This design comes from an exercise in tuning for small area, a short achievable clock period and few clock cycles on the open sky130 flow, not from production work.
In this exercise RTL edits were held to simulation tests only and were not proved equivalent to the original.
Power and IR drop assume default switching activity.

== garnet ==
==> flow/design.v <==
module light_dec (
    input  wire [23:0] stored,
    output reg  [17:0] data,
    output reg  [2:0]  status
);
    localparam [2:0] ST_OK     = 3'd0;   
    localparam [2:0] ST_CHECK  = 3'd1;   
    localparam [2:0] ST_DATA   = 3'd2;   
    localparam [2:0] ST_POISON = 3'd3;   
    localparam [2:0] ST_UNCORR = 3'd4;   
    localparam [17:0] M0 = 18'h003FF;
    localparam [17:0] M1 = 18'h0FC0F;
    localparam [17:0] M2 = 18'h31C71;
    localparam [17:0] M3 = 18'h36592;
    localparam [17:0] M4 = 18'h1AAA4;
    localparam [17:0] M5 = 18'h2D348;
    wire [17:0] d = stored[17:0];
    wire [5:0]  recomputed = {^(d & M5), ^(d & M4), ^(d & M3),
                              ^(d & M2), ^(d & M1), ^(d & M0)};
    wire [5:0]  syn = stored[23:18] ^ recomputed;
    function [5:0] column(input integer bit_i);
        column = {M5[bit_i], M4[bit_i], M3[bit_i], M2[bit_i], M1[bit_i], M0[bit_i]};
    endfunction
    integer i;
    reg     hit;
    always @(*) begin
        data   = d;
        status = ST_UNCORR;
        hit    = 1'b0;
        if (syn == 6'd0) begin
            status = ST_OK;
        end else if (syn == 6'b000011) begin
            status = ST_POISON;
        end else if (syn == 6'b000001 || syn == 6'b000010 || syn == 6'b000100 ||
                     syn == 6'b001000 || syn == 6'b010000 || syn == 6'b100000) begin
            status = ST_CHECK;
        end else begin
            for (i = 0; i < 18; i = i + 1) begin
                if (syn == column(i)) begin
                    data[i] = ~d[i];
                    hit     = 1'b1;
                end
            end
            if (hit)
                status = ST_DATA;
        end
    end
endmodule
module page_codec (
    input  wire         clk,
    input  wire         rst,         
    input  wire         in_valid,
    output wire         in_ready,
    input  wire [23:0]  in_word,
    output reg          w_valid,
    output reg  [17:0]  w_data,
    output reg  [2:0]   w_status,
    output reg          pg_done,
    output wire [287:0] pg_check,    
    output wire [287:0] pg_syn,      
    output wire         pg_nz,       
    output wire [7:0]   pg_uncorr    
);
    localparam NCHK = 32;
    function [8:0] gf_mul(input [8:0] a, input [8:0] b);
        integer k;
        reg [8:0] acc, sh;
        begin
            acc = 9'd0;
            sh  = a;
            for (k = 0; k < 9; k = k + 1) begin
                if (b[k])
                    acc = acc ^ sh;
                sh = {sh[7:0], 1'b0} ^ (sh[8] ? 9'h011 : 9'h000);
            end
            gf_mul = acc;
        end
    endfunction
    function [8:0] gen_coef(input integer i);
        case (i)
             1: gen_coef = 9'h197;  2: gen_coef = 9'h02D;  3: gen_coef = 9'h008;  4: gen_coef = 9'h186;
             5: gen_coef = 9'h0DB;  6: gen_coef = 9'h1B0;  7: gen_coef = 9'h085;  8: gen_coef = 9'h143;
             9: gen_coef = 9'h19E; 10: gen_coef = 9'h1E8; 11: gen_coef = 9'h067; 12: gen_coef = 9'h0A8;
            13: gen_coef = 9'h03D; 14: gen_coef = 9'h1BD; 15: gen_coef = 9'h063; 16: gen_coef = 9'h193;
            17: gen_coef = 9'h0BA; 18: gen_coef = 9'h01C; 19: gen_coef = 9'h130; 20: gen_coef = 9'h1C9;
            21: gen_coef = 9'h1C6; 22: gen_coef = 9'h146; 23: gen_coef = 9'h09A; 24: gen_coef = 9'h036;
            25: gen_coef = 9'h1C4; 26: gen_coef = 9'h0DF; 27: gen_coef = 9'h179; 28: gen_coef = 9'h0A7;
            29: gen_coef = 9'h05E; 30: gen_coef = 9'h04B; 31: gen_coef = 9'h0BC; 32: gen_coef = 9'h04E;
            default: gen_coef = 9'h000;
        endcase
    endfunction
    function [8:0] alpha_pow(input integer j);
        integer k;
        reg [8:0] a;
        begin
            a = 9'h001;
            for (k = 0; k < j; k = k + 1)
                a = {a[7:0], 1'b0} ^ (a[8] ? 9'h011 : 9'h000);
            alpha_pow = a;
        end
    endfunction
    assign in_ready = 1'b1;
    reg  [23:0] in_r;
    reg         in_v;
    reg  [7:0]  in_idx;                    
    always @(posedge clk) begin
        in_r <= in_word;
        if (rst) begin
            in_v   <= 1'b0;
            in_idx <= 8'd0;
        end else begin
            in_v <= in_valid;
            if (in_v)
                in_idx <= (in_idx == 8'd239) ? 8'd0 : in_idx + 8'd1;
        end
    end
    wire [17:0] dec_data;
    wire [2:0]  dec_status;
    light_dec u_dec (.stored(in_r), .data(dec_data), .status(dec_status));
    reg first_word, last_word, data_word;   
    reg chk_first;                          
    reg fb_rem;                             
    reg [8:0] fb_pre_lo;                    
    reg [8:0] fb_pre;                       
    always @(posedge clk) begin
        w_data     <= dec_data;
        w_status   <= dec_status;
        fb_pre_lo  <= (in_idx < 8'd224) ? dec_data[8:0] : 9'd0;
        fb_pre     <= (in_idx < 8'd224) ? (dec_data[17:9] ^ gf_mul(dec_data[8:0], gen_coef(1))) : 9'd0;
        fb_rem     <= (in_idx != 8'd0) && (in_idx < 8'd224);
        chk_first  <= (in_idx == 8'd224);
        first_word <= (in_idx == 8'd0);
        last_word  <= (in_idx == 8'd239);
        data_word  <= (in_idx < 8'd224);
        if (rst)
            w_valid <= 1'b0;
        else
            w_valid <= in_v;
    end
    wire       accept = w_valid;
    wire [8:0] sym_lo = w_data[8:0];       
    wire [8:0] sym_hi = w_data[17:9];      
    reg  [8:0] rem     [0:NCHK-1];
    reg  [8:0] rem0g;                       
    reg  [8:0] fbq_lo, fbq_hi;              
    wire [8:0] rem_nxt [0:NCHK-1];
    wire [8:0] rem_full [2:NCHK+1];         
    wire [8:0] fb_lo = fb_pre_lo ^ (fb_rem ? rem[0] : 9'd0);
    wire [8:0] fb_hi = fb_pre    ^ (fb_rem ? (rem[1] ^ rem0g) : 9'd0);
    genvar gi;
    generate
        for (gi = 2; gi < NCHK; gi = gi + 1) begin : g_full
            if (gi < NCHK - 1) begin : g_two
                assign rem_full[gi] = rem[gi] ^ gf_mul(fbq_lo, gen_coef(gi + 2)) ^
                                                gf_mul(fbq_hi, gen_coef(gi + 1));
            end else begin : g_one
                assign rem_full[gi] = rem[gi] ^ gf_mul(fbq_hi, gen_coef(gi + 1));
            end
        end
        assign rem_full[NCHK]     = 9'd0;
        assign rem_full[NCHK + 1] = 9'd0;
        wire [8:0] full2 = first_word ? 9'd0 : rem_full[2];
        wire [8:0] full3 = first_word ? 9'd0 : rem_full[3];
        assign rem_nxt[0] = full2 ^ gf_mul(fb_lo, gen_coef(2)) ^ gf_mul(fb_hi, gen_coef(1));
        assign rem_nxt[1] = full3 ^ gf_mul(fb_lo, gen_coef(3)) ^ gf_mul(fb_hi, gen_coef(2));
        wire [8:0] rem0g_nxt = gf_mul(full2, gen_coef(1)) ^
                               gf_mul(fb_lo, gf_mul(gen_coef(2), gen_coef(1))) ^
                               gf_mul(fb_hi, gf_mul(gen_coef(1), gen_coef(1)));
        for (gi = 2; gi < NCHK; gi = gi + 1) begin : g_lag
            if (gi < NCHK - 2) begin : g_shift
                assign rem_nxt[gi] = first_word ? 9'd0 : rem_full[gi + 2];
            end else begin : g_wrap
                assign rem_nxt[gi] = data_word ? 9'd0 : rem[gi - (NCHK - 2)];
            end
        end
        always @(posedge clk) begin
            if (accept) begin
                rem0g  <= rem0g_nxt;
                fbq_lo <= fb_lo;
                fbq_hi <= fb_hi;
            end
        end
        for (gi = 0; gi < NCHK; gi = gi + 1) begin : g_enc
            always @(posedge clk) begin
                if (accept)
                    rem[gi] <= rem_nxt[gi];
            end
        end
        for (gi = 0; gi < NCHK / 2; gi = gi + 1) begin : g_chk_out
            assign pg_check[18*gi +: 18] = {rem[2*gi + 1], rem[2*gi]};
        end
    endgenerate
    reg  nz_acc;
    wire chk_diff = |{rem[1] ^ sym_hi, rem[0] ^ sym_lo};
    always @(posedge clk) begin
        if (accept && !data_word)
            nz_acc <= (chk_first ? 1'b0 : nz_acc) | chk_diff;
    end
    assign pg_nz = nz_acc;
    reg  [8:0] syn [0:NCHK-1];
    generate
        for (gi = 0; gi < NCHK; gi = gi + 1) begin : g_syn
            wire [8:0] s_mul = first_word ? 9'd0 : gf_mul(syn[gi], alpha_pow(2 * gi));
            wire [8:0] s_nxt = s_mul ^ gf_mul(sym_lo, alpha_pow(gi)) ^ sym_hi;
            always @(posedge clk) begin
                if (accept)
                    syn[gi] <= s_nxt;
            end
            assign pg_syn[9*gi +: 9] = syn[gi];
        end
    endgenerate
    reg  [7:0] uncorr_cnt;
    wire       is_uncorr = (w_status == 3'd4);
    always @(posedge clk) begin
        if (accept) begin
            uncorr_cnt <= (first_word ? 8'd0 : uncorr_cnt) + {7'd0, is_uncorr};
        end
        if (rst)
            pg_done <= 1'b0;
        else
            pg_done <= accept && last_word;
    end
    assign pg_uncorr = uncorr_cnt;
endmodule
==> flow/config.mk <==
export PLATFORM = sky130hd
export DESIGN_NAME = page_codec
export DESIGN_NICKNAME = page_codec
export VERILOG_FILES = /design/flow/design.v
export SDC_FILE = /design/flow/constraint.sdc
export NUM_CORES = 4
export LEC_CHECK = 0
export ABC_CLOCK_PERIOD_IN_PS = 3000
export CAP_MARGIN = 20
export CORE_MARGIN = 2
export CORE_UTILIZATION = 40
export PLACE_DENSITY = 0.85
export SLEW_MARGIN = 20
==> flow/constraint.sdc <==
create_clock -name core_clock -period 10.0 [get_ports {clk}]
set_input_delay 2.0000 -clock core_clock [delete_from_list [all_inputs] [get_ports {clk}]]
set_output_delay 2.0000 -clock core_clock [all_outputs]
set_load 0.01 [all_outputs]
standard.sh (not shown) runs the stock make flow with config.mk's settings and CLKGATE_MAP_FILE= SYNTH_SCRIPT=/design/flow/synth_recipe.tcl, a recipe that flattens the netlist after the stock synthesis.
==> flow/flow/run.sh <==
#!/bin/bash
# Standard ORFS layout, with every port buffered by a small, fast buffer
# (sky130_fd_sc_hd__buf_1) instead of the resizer's default choice, and a
# clock tree with fewer levels.
set -euo pipefail
export BUFFER_PORTS_ARGS="-buffer_cell sky130_fd_sc_hd__buf_1"
export SETUP_SLACK_MARGIN=6.65
export CTS_ARGS="-sink_clustering_enable -repair_clock_nets -sink_clustering_size 20 -sink_clustering_max_diameter 100"
bash standard.sh > standard_flow.log 2>&1
garnet was carried through to the last stage, and its layout satisfied the timing, design-rule and antenna checks.
Testbench counts of garnet, summed over its fixed seeds: cycles 30,744.
For xenon, these inputs were changed with respect to garnet:
Settings: setting GPL_ROUTABILITY_DRIVEN to 0 for the first time.
-- flow/flow/run.sh --
<<< garnet, line 6
export BUFFER_PORTS_ARGS="-buffer_cell sky130_fd_sc_hd__buf_1"
export SETUP_SLACK_MARGIN=6.65
export CTS_ARGS="-sink_clustering_enable -repair_clock_nets -sink_clustering_size 20 -sink_clustering_max_diameter 100"
>>> xenon, line 6
export BUFFER_PORTS_ARGS="-buffer_cell sky130_fd_sc_hd__buf_1"
export SETUP_SLACK_MARGIN=6.5
export CTS_ARGS="-sink_clustering_enable -repair_clock_nets -sink_clustering_size 20 -sink_clustering_max_diameter 100"
Notes after the runs:
- Across both runs, critical path depth was lower for xenon than for garnet.
- Worst relative slew slack ends up higher on garnet.
- The portion of the layout cell area used by clock cells of xenon is higher than that of garnet.
- Between garnet and xenon, the via-per-instance ratio is lower for garnet.
- xenon ends up with higher share of the clock period used by the worst path than garnet does.
- Between garnet and xenon, sequential share of layout area increased.
For indigo, these inputs were changed with respect to xenon:
Settings: clearing GPL_ROUTABILITY_DRIVEN, which used to be 0.
-- flow/flow/run.sh --
<<< xenon, line 7
export SETUP_SLACK_MARGIN=6.5
export CTS_ARGS="-sink_clustering_enable -repair_clock_nets -sink_clustering_size 20 -sink_clustering_max_diameter 100"
bash standard.sh > standard_flow.log 2>&1
>>> indigo, line 7
export SETUP_SLACK_MARGIN=6.5
export CTS_ARGS="-repair_clock_nets"
bash standard.sh > standard_flow.log 2>&1
--- outcome ---
- Total power: indigo vs xenon up 1.1 mW
- xenon → indigo: post-layout instance area picked up an extra about 3.4%, transition time at the pin with the least slew margin went down, post-detailed-placement cell area increased by about 0.37% relative to the old numbers, total track usage now sits higher, leakage power total climbed 5.3%.
- When the final numbers for xenon and indigo were put side by side, the total length of routed wires turned out to be smaller in xenon.
- The worst path setup slack after routing reported for indigo is greater than that of xenon by 0.0039 ns.
- Any difference in hold slack between indigo and xenon is small enough to ignore.
Inputs modified between indigo and lagoon:
Settings: CORE_UTILIZATION changed from 40 to 60; PLACE_DENSITY changed from 0.85 to 0.8.
==> flow/flow/run.sh <==
#!/bin/bash
# Standard ORFS layout, with every port buffered by a small, fast buffer
# (sky130_fd_sc_hd__buf_1) instead of the resizer's default choice.
set -euo pipefail
export BUFFER_PORTS_ARGS="-buffer_cell sky130_fd_sc_hd__buf_1"
export SETUP_SLACK_MARGIN=6.5
bash standard.sh > standard_flow.log 2>&1
### Flow results
- Deepest level of the CTS H-tree: lower on lagoon
- Sort indigo and lagoon by global routing usage on met1 asc -> top: indigo
- Against indigo, lagoon comes in 0.058 ns higher on setup slack.
- Buffer depth of the longest clock path came out exactly the same in indigo and lagoon.
- | number of fill cells in the layout | lower: lagoon |
- Looking at worst hold margin across indigo and lagoon, the one that comes out higher is indigo.
- The overall routed net length of lagoon falls short of that of indigo by about 6%.
- Compared with indigo, lagoon shows a lower area of all placed cells without fillers.
- lagoon ended up with a lower number of placed cells counting well taps than indigo did.
## Diff of input files: fjord against lagoon
Settings: swapping 0.8 for 0.85 in PLACE_DENSITY; swapping 60 for 40 in CORE_UTILIZATION.
==> run summary <==
No stage failed in fjord, and the final checks on the layout all came back clean.
Compared with lagoon, fjord improves setup slack.
Relative to lagoon, the number of buffers inserted during clock tree synthesis of fjord is higher by 5.1%.
Summary: with lagoon as the reference, number of filler instances in the final layout in fjord moved up by more than half.
Count of buffering cells on the critical path with inverters included: lagoon vs fjord identical
Compared to lagoon, fjord has pin count of the biggest net entering global routing 19% lower.
Note that the first-iteration DRC count recorded for lagoon amounts to 1.18 times the value seen in fjord.
Cell area | fjord vs lagoon | fjord larger
Summary of fjord over lagoon: share of the core filled with cells in the final layout saw a decrease; total power saw an increase; relative area change from synthesis to final layout saw an increase.
lagoon has a higher final cycle utilization of the critical path than fjord.
--- input diff fjord..juniper ---
Settings: CORE_UTILIZATION changed from 40 to 60; PLACE_DENSITY changed from 0.85 to 0.9.
[summary]
The actual transition at the worst max-transition pin reported for juniper is greater than that of fjord by 0.10 ns. Re number of filler instances in the final layout: juniper is 4861 down on fjord. Summary of juniper over fjord: switching power saw little to no change, logic depth of the worst register-to-register path saw an increase, area of all placed cells without fillers saw a decrease. fjord has a higher post-route non-filler standard cell count than juniper. Final worst-path setup slack, juniper and fjord, higher one = fjord. juniper vs. fjord: maximum vdd ir drop has increased, post-placement cell area now sits lower, final total power went down 0.42%. Looking at total length of routed wires across both flows, juniper is the stronger of the two, with fjord trailing.


// page_codec: RTL as listed in full above, without the edits since
export LEC_CHECK = 0
export ABC_CLOCK_PERIOD_IN_PS = 3000
export CAP_MARGIN = 20
export CORE_MARGIN = 2
export CORE_UTILIZATION = 40
export PLACE_DENSITY = 0.6
export SLEW_MARGIN = 20
create_clock -name core_clock -period 10.0 [get_ports {clk}]
==> flow/flow/run.sh <==
#!/bin/bash
# Standard ORFS layout, with every port buffered by a small, fast buffer
# (sky130_fd_sc_hd__buf_1) instead of the resizer's default choice.
set -euo pipefail
export BUFFER_PORTS_ARGS="-buffer_cell sky130_fd_sc_hd__buf_1"
export SETUP_SLACK_MARGIN=6.5
bash standard.sh > standard_flow.log 2>&1
Testbench counts at the start, summed over its fixed seeds: cycles 30,744.
Change:
--- a/flow/flow/run.sh
+++ b/flow/flow/run.sh
@@ -3 +3,2 @@
-# (sky130_fd_sc_hd__buf_1) instead of the resizer's default choice.
+# (sky130_fd_sc_hd__buf_1) instead of the resizer's default choice, and a
+# clock tree with fewer levels.
@@ -6,0 +8 @@
+export CTS_ARGS="-sink_clustering_enable -repair_clock_nets -sink_clustering_size 20 -sink_clustering_max_diameter 100"
Settings changed: ABC_CLOCK_PERIOD_IN_PS 3000 to 2000, PLACE_DENSITY 0.6 to 0.85.
The changed run passed the timing, design-rule and antenna checks.
Sequential share of layout area came out higher by 1.0 points.
Worst setup slack is better by 0.10 ns.
Design area decreases by about 3%.
Fmax goes up by about 3%.
Final cell count decreases by 1.4%.
Utilization is lower by 1.4 points.
Die area does not change.
Via count goes up by 0.72%.
Change:
--- a/flow/flow/run.sh
+++ b/flow/flow/run.sh
@@ -7 +7 @@
-export SETUP_SLACK_MARGIN=6.5
+export SETUP_SLACK_MARGIN=6.3
Settings changed: ABC_CLOCK_PERIOD_IN_PS 2000 to 3000.
Wire length shrinks slightly. Synthesized cell count does not change. Clock power hardly moves. Cell area shrinks slightly. Sequential share of layout area grows by 0.28 points. Global-route usage shrinks by 0.13 points. Clock-buffer cell count does not change. Core utilization shrinks by 0.36 points. Critical path depth grows by 6.

afterwards: timing with drivers on the ports:
The results above use ideal ports. As a check the final layouts listed here were re-extracted and re-timed, cells and wires unchanged.
Step 1, drivers: a clkbuf_16 drives clk and a buf_2 each remaining input, both assumed.
Step 2 moves the port delays by t, midway between the first and last clock arrival at a register: inputs arrive t later, outputs are due t later. That takes back most of the time a late clock gives input paths.
Three values: no drivers, after step 1, after step 2; two values: the first two.
| run | t, ns | setup slack, ns | worst setup path after step 2 |
|---|---|---|---|
| garnet | 0.718 | 6.551 / 6.490 / 6.551 | register to register |
| xenon | 0.715 | 6.400 / 6.398 / 6.400 | register to register |
| indigo | 0.781 | 6.404 / 6.404 / 6.404 | register to register |
| lagoon | 0.708 | 6.462 / 6.438 / 6.462 | register to register |
| fjord | 0.741 | 6.520 / 6.445 / 6.521 | register to register |
| juniper | 0.718 | 6.479 / 6.407 / 6.480 | register to register |
| the first run of note 2 | 0.734 | 6.401 / 6.401 / 6.401 | register to register |
| the second run of note 2 | 0.716 | 6.505 / 6.432 / 6.540 | register to register |
| the third run of note 2 | 0.717 | 6.263 / 6.263 / 6.263 | register to register |
After both steps setup and hold are still met in every run listed.
